Background: an optimization exercise with open tools, aiming at small area and a short achievable clock period. Do not read the settings as production practice.
Function was checked by simulation only, so behaviour that the tests miss may differ from the original.

== build 47 ==
// easel_xu
module easel_xu (
    input  wire        clk,
    input  wire        rst,         
    input  wire        issue,
    input  wire [31:0] instr,
    input  wire [31:0] opa,         
    input  wire [31:0] opb,         
    input  wire        sat_clr,     
    output reg         w1_valid,
    output reg  [4:0]  w1_rd,
    output reg  [31:0] w1_data,
    output reg         w3_valid,
    output reg  [4:0]  w3_rd,
    output wire [31:0] w3_data,
    output reg         ill,
    output wire        sat
);
    wire [5:0]  op  = instr[31:26];
    wire [4:0]  rd  = instr[25:21];
    wire [10:0] fn  = instr[10:0];
    wire        alu_legal;
    wire [32:0] alu_sum;
    wire [31:0] alu_other;
    wire        alu_use_sum, alu_sadd;
    wire        alu_sat;
    easel_alu u_alu (
        .instr   (instr),
        .opa     (opa),
        .opb     (opb),
        .legal   (alu_legal),
        .sum     (alu_sum),
        .other   (alu_other),
        .use_sum (alu_use_sum),
        .sadd    (alu_sadd),
        .sat     (alu_sat)
    );
    wire op_mul = (op == 6'h08);
    wire op_mac = (op == 6'h09);
  ...
Size in the first run: ~9500 cells after synthesis, ~590 flip-flops, roughly 70000 µm² of cells after synthesis.
==> flow/config.mk <==
export PLATFORM = sky130hd
export DESIGN_NAME = easel_xu
export DESIGN_NICKNAME = easel_xu
export VERILOG_FILES = /design/flow/design.v
export SDC_FILE = /design/flow/constraint.sdc
export NUM_CORES = 4
export LEC_CHECK = 0
export ABC_AREA = 1
export CAP_MARGIN = 20
export CORE_MARGIN = 2
export CORE_UTILIZATION = 50
export SLEW_MARGIN = 20
==> flow/constraint.sdc <==
create_clock -name core_clock -period 10.5 [get_ports {clk}]
set_input_delay 2.1000 -clock core_clock [delete_from_list [all_inputs] [get_ports {clk}]]
set_output_delay 2.1000 -clock core_clock [all_outputs]
set_load 0.01 [all_outputs]
standard.sh (not shown) runs the stock make flow with config.mk's settings and CLKGATE_MAP_FILE= SYNTH_SCRIPT=/design/flow/synth_recipe.tcl, a recipe that flattens the netlist after the stock synthesis.
==> flow/flow/run.sh <==
#!/bin/bash
set -euo pipefail
bash standard.sh "BUFFER_PORTS_ARGS=-buffer_cell sky130_fd_sc_hd__buf_2" \
  SETUP_SLACK_MARGIN=6 finish > standard_make.log 2>&1
Here is what was changed in the inputs of build 91 compared with build 47.
==> flow/flow/run.sh <==
#!/bin/bash
set -euo pipefail
bash standard.sh "BUFFER_PORTS_ARGS=-buffer_cell sky130_fd_sc_hd__buf_2" \
  SETUP_SLACK_MARGIN=5.75 finish > standard_make.log 2>&1
Results
Critical path depth, build 47 and build 91: larger value in build 91
Met1 layer usage reported by global route: lower on build 91
Diff build 91..build 47 | total negative slack | unchanged
There was hardly any difference in worst relative slew slack between build 91 and build 47.
Build 91: share of cells above drive strength 1 is 6.1 points lower than what build 47 reported.
Compared to build 47, build 91 has count of buffer and inverter cells on the critical path 1 higher.
Delta (build 91 minus build 47): clock period minus final worst setup slack now larger; final period utilization increased 1.2 points; number of nets in the layout lower.
First element of the critical path = s2_rsv[1]$_DFF_P_: build 91; first element of the critical path = opa[27]: build 47
### build 91 -> build 17
==> flow/flow/run.sh <==
#!/bin/bash
set -euo pipefail
bash standard.sh "BUFFER_PORTS_ARGS=-buffer_cell sky130_fd_sc_hd__buf_2" \
  SETUP_SLACK_MARGIN=5.5 finish > standard_make.log 2>&1
[summary]
- Build 17: PASS, flow complete, no timing, DRC or antenna violations
- Area taken by multi-input logic gates: build 17 < build 91
- Global-route usage sits higher in build 17 than in build 91.
- Between build 17 and build 91, the non-clock buffer count is higher for build 91.
- The routed wire length on met2 of build 17 exceeds that of build 91 by 1.1%.
Here is what was changed in the inputs of build 65 compared with build 17.
==> flow/flow/run.sh <==
#!/bin/bash
set -euo pipefail
bash standard.sh "BUFFER_PORTS_ARGS=-buffer_cell sky130_fd_sc_hd__buf_2" \
  SETUP_SLACK_MARGIN=5.75 MATCH_CELL_FOOTPRINT=0 finish > standard_make.log 2>&1
Notes after the runs:
~same routed wire length in build 65 and build 17
Comparing number of antenna violations at the first check in global routing for build 65 and build 17, the smaller number came from build 65.
Build 17 reports its critical-path cell with the highest stage delay as sky130_fd_sc_hd__fa_1 while build 65 reports sky130_fd_sc_hd__o21ai_0.
Endpoint of the worst setup timing path: w1_data[8]$_DFF_P_ -> build 65, s2_x[25]$_DFF_P_ -> build 17
Number of buffer and inverter instances along the worst setup path (higher): build 65
Re total met2 wirelength after detailed routing: build 17 was higher than build 65.

easel_xu, a different RTL version from the one above (not shown whole).
Size in the first run: ~8300 cells after synthesis, roughly 590 flip-flops, ~180 I/O pins, ~0.071 sq mm of cells after synthesis.
==> flow/config.mk <==
export PLATFORM = sky130hd
export DESIGN_NAME = easel_xu
export DESIGN_NICKNAME = easel_xu
export VERILOG_FILES = /design/flow/design.v
export SDC_FILE = /design/flow/constraint.sdc
export NUM_CORES = 4
export LEC_CHECK = 0
export ABC_CLOCK_PERIOD_IN_PS = 5000
export CAP_MARGIN = 20
export CORE_MARGIN = 2
export CORE_UTILIZATION = 55
export SETUP_SLACK_MARGIN = 5
export SLEW_MARGIN = 20
==> flow/constraint.sdc <==
create_clock -name core_clock -period 10.5 [get_ports {clk}]
set_input_delay 2.1000 -clock core_clock [delete_from_list [all_inputs] [get_ports {clk}]]
set_output_delay 2.1000 -clock core_clock [all_outputs]
set_load 0.01 [all_outputs]
run.sh (not shown) runs the stock make flow with config.mk's settings and CLKGATE_MAP_FILE= SYNTH_SCRIPT=/design/flow/synth_recipe.tcl, a recipe that flattens the netlist after the stock synthesis.
Stock flow here: none of the scripts above is used.
Then changed:
Settings changed: ABC_AREA from default to 1, ABC_CLOCK_PERIOD_IN_PS 5000 to default.
Outcome: Count of clock-buffer cells in the layout goes down by 1. Cell count goes up by 15%. Cell area goes down by 3.7%.

easel_xu, a different RTL version from the one above (not shown whole).
Size in the first run: ~9,500 cells after synthesis, about 180 I/O pins, roughly 70,000 µm² of cells after synthesis.
clock: 10.5 ns
lec_check: 0
abc_area: 1
cap_margin: 20
core_margin: 2
core_utilization: 55
cts_buf_list: sky130_fd_sc_hd__clkbuf_8
cts_cluster_size: 25
setup_slack_margin: 5
slew_margin: 20
Next try:
==> flow/flow/run.sh (new file) <==
#!/bin/bash
set -euo pipefail
bash standard.sh "BUFFER_PORTS_ARGS=-buffer_cell sky130_fd_sc_hd__buf_2" \
  SETUP_SLACK_MARGIN=5.5 finish > standard_make.log 2>&1
==> flow/standard.sh (new file) <==
#!/bin/bash
# synth_recipe.tcl (not shown) runs the flow's synth.tcl, then flattens the netlist and writes it again
# the make line also repeats each setting of config.mk as NAME=value (left out here)
make -C /OpenROAD-flow-scripts/flow DESIGN_CONFIG=/design/flow/config.mk WORK_HOME=/design/flow/orfs CLKGATE_MAP_FILE= SYNTH_SCRIPT=/design/flow/synth_recipe.tcl "${@:-finish}"
--- a/flow/config.mk
+++ b/flow/config.mk
@@ -9,7 +9,4 @@
 export CAP_MARGIN = 20
 export CORE_MARGIN = 2
-export CORE_UTILIZATION = 55
-export CTS_BUF_LIST = sky130_fd_sc_hd__clkbuf_8
-export CTS_CLUSTER_SIZE = 25
-export SETUP_SLACK_MARGIN = 5
+export CORE_UTILIZATION = 50
 export SLEW_MARGIN = 20
removed: flow/run.sh
Result:
- The new run completed with no timing, DRC or antenna violations
- register-to-register slack improves by 0.55 ns
- die area goes up by 9.9%
- utilization goes down by 4.8 points
- wire length goes up by 1.4%
- final cell count goes up by 1.8%
Next try:
==> flow/run.sh (new file) <==
#!/bin/bash
# synth_recipe.tcl (not shown) runs the flow's synth.tcl, then flattens the netlist and writes it again
# the make line also repeats each setting of config.mk as NAME=value (left out here)
make -C /OpenROAD-flow-scripts/flow DESIGN_CONFIG=/design/flow/config.mk WORK_HOME=/design/flow/orfs CLKGATE_MAP_FILE= SYNTH_SCRIPT=/design/flow/synth_recipe.tcl finish
--- a/flow/config.mk
+++ b/flow/config.mk
@@ -9,4 +9,5 @@
 export CAP_MARGIN = 20
 export CORE_MARGIN = 2
-export CORE_UTILIZATION = 50
+export CORE_UTILIZATION = 55
+export SETUP_SLACK_MARGIN = 5
 export SLEW_MARGIN = 20
removed: flow/flow/run.sh
removed: flow/standard.sh
The new run finished with timing, DRC and antenna clean.
Sequential cell count does not change.
Utilization came out higher by 4.8 points.
Routed wire length came out lower slightly.
Hold slack gets better by 0.0064 ns.
Die area came out lower by a little under a tenth.
Non-clock buffer count came out lower by 44.
Fmax came out lower by a few percent.
Design area came out lower slightly.
Next try:
==> flow/flow/run.sh (new file) <==
#!/bin/bash
set -euo pipefail
bash standard.sh "BUFFER_PORTS_ARGS=-buffer_cell sky130_fd_sc_hd__buf_2" \
  SETUP_SLACK_MARGIN=5.5 finish > standard_make.log 2>&1
==> flow/standard.sh (new file) <==
#!/bin/bash
# synth_recipe.tcl (not shown) runs the flow's synth.tcl, then flattens the netlist and writes it again
# the make line also repeats each setting of config.mk as NAME=value (left out here)
make -C /OpenROAD-flow-scripts/flow DESIGN_CONFIG=/design/flow/config.mk WORK_HOME=/design/flow/orfs CLKGATE_MAP_FILE= SYNTH_SCRIPT=/design/flow/synth_recipe.tcl "${@:-finish}"
--- a/flow/config.mk
+++ b/flow/config.mk
@@ -10,4 +10,3 @@
 export CORE_MARGIN = 2
 export CORE_UTILIZATION = 55
-export SETUP_SLACK_MARGIN = 5
 export SLEW_MARGIN = 20
removed: flow/run.sh
=>
- register-to-register slack gets better by 0.45 ns
- global-route usage rises by 0.23 points
- wire length rose by 1.1%
- via count shrinks by about 0.5%
- cell area rises by 1.0%
- die area stays the same
- count of clock-buffer cells in the layout shrinks by 3

-- separate check: timing with driven ports --
No port has a modelled driver above. Below, the same layouts with a new extraction and two added sets of constraints. Step 1 (the two cells are an assumption about what drives the block):
set clk [get_ports {clk}]
set_driving_cell -lib_cell sky130_fd_sc_hd__clkbuf_16 $clk
set_driving_cell -lib_cell sky130_fd_sc_hd__buf_2 [delete_from_list [all_inputs] $clk]
Step 2 also shifts input and output timing later by t, the mid clock arrival at the registers, as if the neighbouring blocks saw the same clock. a / b / c = ideal ports / drivers / drivers and shift; a / b = the first two.
run	t, ns	setup WS [ns]	slew at the worst register clock pin (ns)	worst data-port slew with drivers (ns)
build 47	0.801	5.738 / 5.800 / 4.999	0.07 / 0.07	0.17
build 91	0.781	5.616 / 5.616 / 4.934	0.07 / 0.07	0.12
build 17	0.780	5.350 / 5.350 / 4.730	0.08 / 0.08	0.07
build 65	0.800	5.649 / 5.664 / 4.864	0.08 / 0.08	0.19
the first run of note 2	0.789	4.830 / 4.830 / 4.200	0.08 / 0.08	0.06
the second run of note 2	0.784	4.921 / 4.974 / 4.207	0.09 / 0.09	0.13
the first run of note 3	0.964	4.380 / 4.288 / 4.107	0.08 / 0.08	0.12
the second run of note 3	0.756	4.762 / 4.671 / 4.806	0.07 / 0.07	0.08
the third run of note 3	0.782	4.627 / 4.532 / 4.204	0.08 / 0.08	0.13
the fourth run of note 3	0.787	4.712 / 4.626 / 4.703	0.10 / 0.10	0.06
After both steps setup and hold are still met in every run listed. The setup slack of build 65, which loses most, moves by +0.015 ns with the drivers and by -0.785 ns with both steps.
